This is an optimization exercise on Yosys and OpenROAD, whose aim is small area, a short achievable clock period and few clock cycles per item, not a production implementation.
At most, simulation tests tie the RTL to the original design; equivalence was not proved.

Design rafter_level, start of the top module:
module rafter_level (
    input  wire        clk,
    input  wire        rst,
    input  wire        in_valid,
    output wire        in_ready,
    input  wire [9:0]  floor_lvl,
    input  wire [9:0]  intensity,
    input  wire [9:0]  wave_min,
    input  wire [9:0]  wave_max,
    input  wire        c0_hit,
    input  wire [9:0]  c0_level,
    input  wire        c1_hit,
    input  wire [9:0]  c1_level,
    input  wire        follow,
    input  wire [15:0] y,
    input  wire [15:0] yage,
    input  wire [15:0] dl_timeout,
    input  wire [9:0]  dl_lo,
    input  wire [9:0]  dl_hi,
    input  wire [9:0]  dl_min,
    input  wire [15:0] ramp_up,
    input  wire [15:0] ramp_down,
    input  wire [9:0]  deadband,
    input  wire [15:0] refresh,
    input  wire        tick,
    input  wire [15:0] l_in,
    input  wire [9:0]  last_sent_in,
    input  wire        c0_active_in,
    input  wire        pending_in,
    input  wire        refresh_only_in,
    input  wire [15:0] refresh_tmr_in,
    output reg         out_valid,
    input  wire        out_ready,
    output wire [15:0] l_out,
    output wire [9:0]  last_sent_out,
    output wire        c0_active_out,
    output wire        pending_out,
    output wire        refresh_only_out,
    output wire [15:0] refresh_tmr_out,
  ...
Size: roughly 2700 cells after synthesis, roughly 500 flip-flops, ~300 I/O pins, ~0.032 mm² of cells after synthesis.
Settings: LEC_CHECK=0, CAP_MARGIN=20, CORE_MARGIN=2, CORE_UTILIZATION=40, CTS_CLUSTER_DIAMETER=100, CTS_CLUSTER_SIZE=26, SLEW_MARGIN=20; clock period 70.0 ns.
run.sh (not shown) runs the stock make flow with config.mk's settings and CLKGATE_MAP_FILE= SYNTH_SCRIPT=/design/flow/synth_recipe.tcl, a recipe that flattens the netlist after the stock synthesis.
Next try:
--- a/flow/design.v
+++ b/flow/design.v
@@ -151,27 +151,20 @@
             end
         end
     endfunction
     function [3:0] cmp4eq(input [15:0] a, input [15:0] b);
         integer k;
         begin
             for (k = 0; k < 4; k = k + 1)
                 cmp4eq[k] = a[4 * k +: 4] == b[4 * k +: 4];
         end
     endfunction
-    function [12:0] add12(input [11:0] a, input [11:0] b, input ci);
-        reg [16:0] t;
-        begin
-            t = add16({4'd0, a}, {4'd0, b}, ci);
-            add12 = t[12:0];
-        end
-    endfunction
     function [19:0] mul10cs(input [9:0] a, input [9:0] b);
         integer r;
         reg [19:0] s, c, pp, t;
         begin
             s = {10'd0, a & {10{b[0]}}};
             c = 20'd0;
             for (r = 1; r < 10; r = r + 1) begin
                 pp = {10'd0, a & {10{b[r]}}} << r;
                 t = s ^ c ^ pp;
                 c = ((s & c) | (s & pp) | (c & pp)) << 1;
@@ -392,77 +385,77 @@
     wire [9:0] rm6 = q6 ? ds6[9:0] : {rm7[8:0], cb6_p2};
     wire [12:0] ds5 = add12g({1'b0, rm6, cb5_p2}, {2'b01, nsp_p2}, 1'b1);
     wire [0:0] q5 = ds5[11];
     wire [9:0] rm5 = q5 ? ds5[9:0] : {rm6[8:0], cb5_p2};
     wire [12:0] ds4 = add12g({1'b0, rm5, cb4_p2}, {2'b01, nsp_p2}, 1'b1);
     wire [0:0] q4 = ds4[11];
     wire [9:0] rm4 = q4 ? ds4[9:0] : {rm5[8:0], cb4_p2};
     wire [12:0] ds3 = add12g({1'b0, rm4, cb3_p2}, {2'b01, nsp_p2}, 1'b1);
     wire [0:0] q3 = ds3[11];
     wire [9:0] rm3 = q3 ? ds3[9:0] : {rm4[8:0], cb3_p2};
+    wire [12:0] ds2 = add12g({1'b0, rm3, cb2_p2}, {2'b01, nsp_p2}, 1'b1);
+    wire [0:0] q2 = ds2[11];
+    wire [9:0] rm2 = q2 ? ds2[9:0] : {rm3[8:0], cb2_p2};
     reg  [9:0] ls_p3;
     reg  [0:0] c0_p3;
     reg  [0:0] rel_p3;
     reg  [0:0] p_b_p3;
     reg  [0:0] r_b_p3;
     reg  [9:0] db_p3;
     reg  [15:0] tmr_p3;
     reg  [15:0] l_hi_p3;
     reg  [15:0] l_lo_p3;
     reg  [9:0] nsp_p3;
     reg  [9:0] pre_p3;
     reg  [0:0] cb0_p3;
     reg  [0:0] cb1_p3;
-    reg  [0:0] cb2_p3;
     reg  [0:0] q9_p3;
     reg  [0:0] q8_p3;
     reg  [0:0] q7_p3;
     reg  [0:0] q6_p3;
     reg  [0:0] q5_p3;
     reg  [0:0] q4_p3;
     reg  [0:0] q3_p3;
-    reg  [9:0] rm3_p3;
+    reg  [0:0] q2_p3;
+    reg  [9:0] rm2_p3;
     always @(posedge clk) if (adv) begin
         ls_p3 <= ls_p2;
         c0_p3 <= c0_p2;
         rel_p3 <= rel_p2;
         p_b_p3 <= p_b_p2;
         r_b_p3 <= r_b_p2;
         db_p3 <= db_p2;
         tmr_p3 <= tmr_p2;
         l_hi_p3 <= l_hi_p2;
         l_lo_p3 <= l_lo_p2;
         nsp_p3 <= nsp_p2;
         pre_p3 <= pre_p2;
         cb0_p3 <= cb0_p2;
         cb1_p3 <= cb1_p2;
-        cb2_p3 <= cb2_p2;
         q9_p3 <= q9_p2;
         q8_p3 <= q8_p2;
         q7_p3 <= q7;
         q6_p3 <= q6;
         q5_p3 <= q5;
         q4_p3 <= q4;
         q3_p3 <= q3;
-        rm3_p3 <= rm3;
+        q2_p3 <= q2;
+        rm2_p3 <= rm2;
     end
-    wire [12:0] ds2 = add12g({1'b0, rm3_p3, cb2_p3}, {2'b01, nsp_p3}, 1'b1);
-    wire [0:0] q2 = ds2[11];
-    wire [9:0] rm2 = q2 ? ds2[9:0] : {rm3_p3[8:0], cb2_p3};
-    wire [12:0] ds1 = add12({1'b0, rm2, cb1_p3}, {2'b01, nsp_p3}, 1'b1);
+    wire [12:0] ds1 = add12g({1'b0, rm2_p3, cb1_p3}, {2'b01, nsp_p3}, 1'b1);
     wire [0:0] q1 = ds1[11];
-    wire [9:0] rm1 = q1 ? ds1[9:0] : {rm2[8:0], cb1_p3};
-    wire [12:0] ds0 = add12({1'b0, rm1, cb0_p3}, {2'b01, nsp_p3}, 1'b1);
+    wire [9:0] rm1 = q1 ? ds1[9:0] : {rm2_p3[8:0], cb1_p3};
+    wire [12:0] ds0 = add12g({1'b0, rm1, cb0_p3}, {2'b01, nsp_p3}, 1'b1);
     wire [0:0] q0 = ds0[11];
     wire [10:0] ub = add16({6'd0, ls_p3}, {6'd0, db_p3}, 1'b0);
     wire [10:0] lbv = add16({6'd0, ls_p3}, {6'h3f, ~db_p3}, 1'b1);
-    wire [9:0] ceiling = ~{q9_p3, q8_p3, q7_p3, q6_p3, q5_p3, q4_p3, q3_p3, q2, q1, q0};
+    wire [9:0] ceiling = ~{q9_p3, q8_p3, q7_p3, q6_p3, q5_p3, q4_p3, q3_p3, q2_p3, q1, q0};
     wire [9:0] target = ge16g({6'd0, pre_p3}, {6'd0, ceiling}) ? ceiling : pre_p3;
     wire [0:0] below = !ge16g({target, 6'd0}, l_lo_p3);
     wire [0:0] above = !ge16g({6'd0, l_hi_p3[15:6]}, {6'd0, target});
     wire [15:0] l_new = below ? l_lo_p3 : above ? l_hi_p3 : {target, 6'd0};
     wire [9:0] lvl = l_new[15:6];
     wire [0:0] fd = ge16g({6'd0, lvl}, {5'd0, ub}) || (!lbv[10] && ge16g({6'd0, lbv[9:0]}, {6'd0, lvl}));
     wire [0:0] eq = lvl == target && lvl != ls_p3;
     wire [0:0] other = rel_p3 || fd || eq;
     wire [0:0] pend = !c0_p3 && (other || p_b_p3);
     wire [0:0] ronly = !c0_p3 && !other && r_b_p3;
The changed run ran to the end with no violations.
Routed wire length is lower by 3.2%.
Final area barely changes.
Hold slack gets worse by 0.013 ns.
No functional check of the RTL was part of any run of this note.

---

## alpha
rafter_level, a different RTL version from the one above (not shown whole).
For scale: about 2900 cells after synthesis, roughly 500 flip-flops, about 300 I/O pins, ~0.031 mm2 of cells after synthesis.
clock: 70.0 ns
lec_check: 0
abc_area: 1
cap_margin: 20
core_margin: 2
core_utilization: 40
cts_cluster_diameter: 100
cts_cluster_size: 26
slew_margin: 20
standard.sh (not shown) runs the stock make flow with config.mk's settings and CLKGATE_MAP_FILE= SYNTH_SCRIPT=/design/flow/synth_recipe.tcl, a recipe that flattens the netlist after the stock synthesis.
==> flow/flow/run.sh <==
#!/bin/bash
# The standard layout (standard.sh, unchanged synthesis and steps), except that
# buffer_ports puts a sky130_fd_sc_hd__buf_1 on every input and output port instead
# of the delay-cell buffer it picks by default, and clock tree synthesis adds no
# dummy loads.
set -euo pipefail
export BUFFER_PORTS_ARGS="-buffer_cell sky130_fd_sc_hd__buf_1"
export CTS_ARGS="-sink_clustering_enable -repair_clock_nets -sink_clustering_size 26 -sink_clustering_max_diameter 100 -dont_use_dummy_load"
bash standard.sh > flow.log 2>&1
Testbench counts of alpha, summed over its fixed seeds: cycles 19,232, items 19,200.
Input-level comparison between beta and alpha:
diff --git a/flow/design.v b/flow/design.v
--- a/flow/design.v
+++ b/flow/design.v
@@ -149,45 +149,24 @@
                     g = (a[4 * k + i] & ~b[4 * k + i]) | (~(a[4 * k + i] ^ b[4 * k + i]) & g);
                 cmp4gt[k] = g;
             end
         end
     endfunction
     function [3:0] cmp4eq(input [15:0] a, input [15:0] b);
         integer k;
         begin
             for (k = 0; k < 4; k = k + 1)
                 cmp4eq[k] = a[4 * k +: 4] == b[4 * k +: 4];
         end
     endfunction
-    function [12:0] add12s(input [11:0] a, input [11:0] b, input ci);
-        integer k, l, w;
-        reg [12:0] g, p, gg, pp;
-        begin
-            g = {a & b, ci};
-            p = {a ^ b, 1'b0};
-            gg = g;
-            pp = p;
-            for (l = 0; l < 4; l = l + 1) begin
-                w = 1 << l;
-                for (k = 0; k < 13; k = k + 1)
-                    if ((k / w) % 2 == 1) begin
-                        gg[k] = gg[k] | (pp[k] & gg[(k / w) * w - 1]);
-                        pp[k] = pp[k] & pp[(k / w) * w - 1];
-                    end
-            end
-            for (k = 0; k < 12; k = k + 1)
-                add12s[k] = p[k + 1] ^ gg[k];
-            add12s[12] = gg[12];
-        end
-    endfunction
     function [12:0] add12(input [11:0] a, input [11:0] b, input ci);
         reg [16:0] t;
         begin
             t = add16({4'd0, a}, {4'd0, b}, ci);
             add12 = t[12:0];
         end
     endfunction
     function [19:0] mul10cs(input [9:0] a, input [9:0] b);
         integer r;
         reg [19:0] s, c, pp, t;
         begin
             s = {10'd0, a & {10{b[0]}}};
@@ -344,28 +323,28 @@
     wire [19:0] cn = mul10cs(yc, crng_p1);
     wire [9:0] cnh = cn[19:10];
     wire [0:0] cb0 = cn[0];
     wire [0:0] cb1 = cn[1];
     wire [0:0] cb2 = cn[2];
     wire [0:0] cb3 = cn[3];
     wire [0:0] cb4 = cn[4];
     wire [0:0] cb5 = cn[5];
     wire [0:0] cb6 = cn[6];
     wire [0:0] cb7 = cn[7];
     wire [0:0] cb8 = cn[8];
     wire [0:0] cb9 = cn[9];
-    wire [12:0] ds9 = add12s({1'b0, cnh, cb9}, {2'b01, nsp}, 1'b1);
+    wire [12:0] ds9 = add12g({1'b0, cnh, cb9}, {2'b01, nsp}, 1'b1);
     wire [0:0] q9 = ds9[11];
     wire [9:0] rm9 = q9 ? ds9[9:0] : {cnh[8:0], cb9};
-    wire [12:0] ds8 = add12s({1'b0, rm9, cb8}, {2'b01, nsp}, 1'b1);
+    wire [12:0] ds8 = add12g({1'b0, rm9, cb8}, {2'b01, nsp}, 1'b1);
     wire [0:0] q8 = ds8[11];
     wire [9:0] rm8 = q8 ? ds8[9:0] : {rm9[8:0], cb8};
     reg  [9:0] ls_p2;
     reg  [0:0] c0_p2;
     reg  [0:0] rel_p2;
     reg  [0:0] p_b_p2;
     reg  [0:0] r_b_p2;
     reg  [9:0] db_p2;
     reg  [15:0] tmr_p2;
     reg  [15:0] l_hi_p2;
     reg  [15:0] l_lo_p2;
     reg  [9:0] nsp_p2;
@@ -396,37 +375,37 @@
         cb0_p2 <= cb0;
         cb1_p2 <= cb1;
         cb2_p2 <= cb2;
         cb3_p2 <= cb3;
         cb4_p2 <= cb4;
         cb5_p2 <= cb5;
         cb6_p2 <= cb6;
         cb7_p2 <= cb7;
         q9_p2 <= q9;
         q8_p2 <= q8;
         rm8_p2 <= rm8;
     end
-    wire [12:0] ds7 = add12s({1'b0, rm8_p2, cb7_p2}, {2'b01, nsp_p2}, 1'b1);
+    wire [12:0] ds7 = add12g({1'b0, rm8_p2, cb7_p2}, {2'b01, nsp_p2}, 1'b1);
     wire [0:0] q7 = ds7[11];
     wire [9:0] rm7 = q7 ? ds7[9:0] : {rm8_p2[8:0], cb7_p2};
-    wire [12:0] ds6 = add12s({1'b0, rm7, cb6_p2}, {2'b01, nsp_p2}, 1'b1);
+    wire [12:0] ds6 = add12g({1'b0, rm7, cb6_p2}, {2'b01, nsp_p2}, 1'b1);
     wire [0:0] q6 = ds6[11];
     wire [9:0] rm6 = q6 ? ds6[9:0] : {rm7[8:0], cb6_p2};
-    wire [12:0] ds5 = add12s({1'b0, rm6, cb5_p2}, {2'b01, nsp_p2}, 1'b1);
+    wire [12:0] ds5 = add12g({1'b0, rm6, cb5_p2}, {2'b01, nsp_p2}, 1'b1);
     wire [0:0] q5 = ds5[11];
     wire [9:0] rm5 = q5 ? ds5[9:0] : {rm6[8:0], cb5_p2};
-    wire [12:0] ds4 = add12s({1'b0, rm5, cb4_p2}, {2'b01, nsp_p2}, 1'b1);
+    wire [12:0] ds4 = add12g({1'b0, rm5, cb4_p2}, {2'b01, nsp_p2}, 1'b1);
     wire [0:0] q4 = ds4[11];
     wire [9:0] rm4 = q4 ? ds4[9:0] : {rm5[8:0], cb4_p2};
-    wire [12:0] ds3 = add12s({1'b0, rm4, cb3_p2}, {2'b01, nsp_p2}, 1'b1);
+    wire [12:0] ds3 = add12g({1'b0, rm4, cb3_p2}, {2'b01, nsp_p2}, 1'b1);
     wire [0:0] q3 = ds3[11];
     wire [9:0] rm3 = q3 ? ds3[9:0] : {rm4[8:0], cb3_p2};
     reg  [9:0] ls_p3;
     reg  [0:0] c0_p3;
     reg  [0:0] rel_p3;
     reg  [0:0] p_b_p3;
     reg  [0:0] r_b_p3;
     reg  [9:0] db_p3;
     reg  [15:0] tmr_p3;
     reg  [15:0] l_hi_p3;
     reg  [15:0] l_lo_p3;
     reg  [9:0] nsp_p3;
==> comparison <==
beta: PASS, flow complete, no timing, DRC or antenna violations
Against alpha, final standard cell area without fillers in beta rose slightly.
In terms of proportion of cell area spent on the clock network, beta and alpha differ only marginally.
Delta (beta minus alpha): number of global-route vias before repair moved down; headroom to the max-slew limit moved up; filler cell count in the final layout increased 46.
Testbench counts of beta, summed over its fixed seeds: cycles 19,232, items 19,200.

-- port drivers added, routing unchanged --
The flow's constraints put no driver on any port. The routed layouts listed below were extracted and timed again, unchanged, in two steps. Step 1 sets driving cells, clkbuf_16 on the clock port and buf_2 on the other inputs (assumed; they add their load-dependent delay and slew). Step 2 also shifts input and output timing later by t, the mid clock arrival at the registers, as if the neighbouring blocks saw the same clock. Slacks: ideal / step 1 / step 2; pairs: ideal / step 1.
| run | t (ns) | slack for setup (ns) | worst setup path after step 2 | cell pins on the clock port's net |
|---|---|---|---|---|
| the first run of note 1 | 0.685 | 54.377 / 54.312 / 54.328 | input to register | 1 |
| the second run of note 1 | 0.687 | 52.693 / 52.693 / 52.693 | register to register | 1 |
| alpha | 0.651 | 54.790 / 54.728 / 54.918 | input to register | 1 |
| beta | 0.640 | 54.822 / 54.760 / 54.539 | input to register | 1 |
After both steps every run listed still meets setup and hold. The setup slack of beta, which loses most, moves by -0.062 ns with the drivers and by -0.283 ns with both steps.
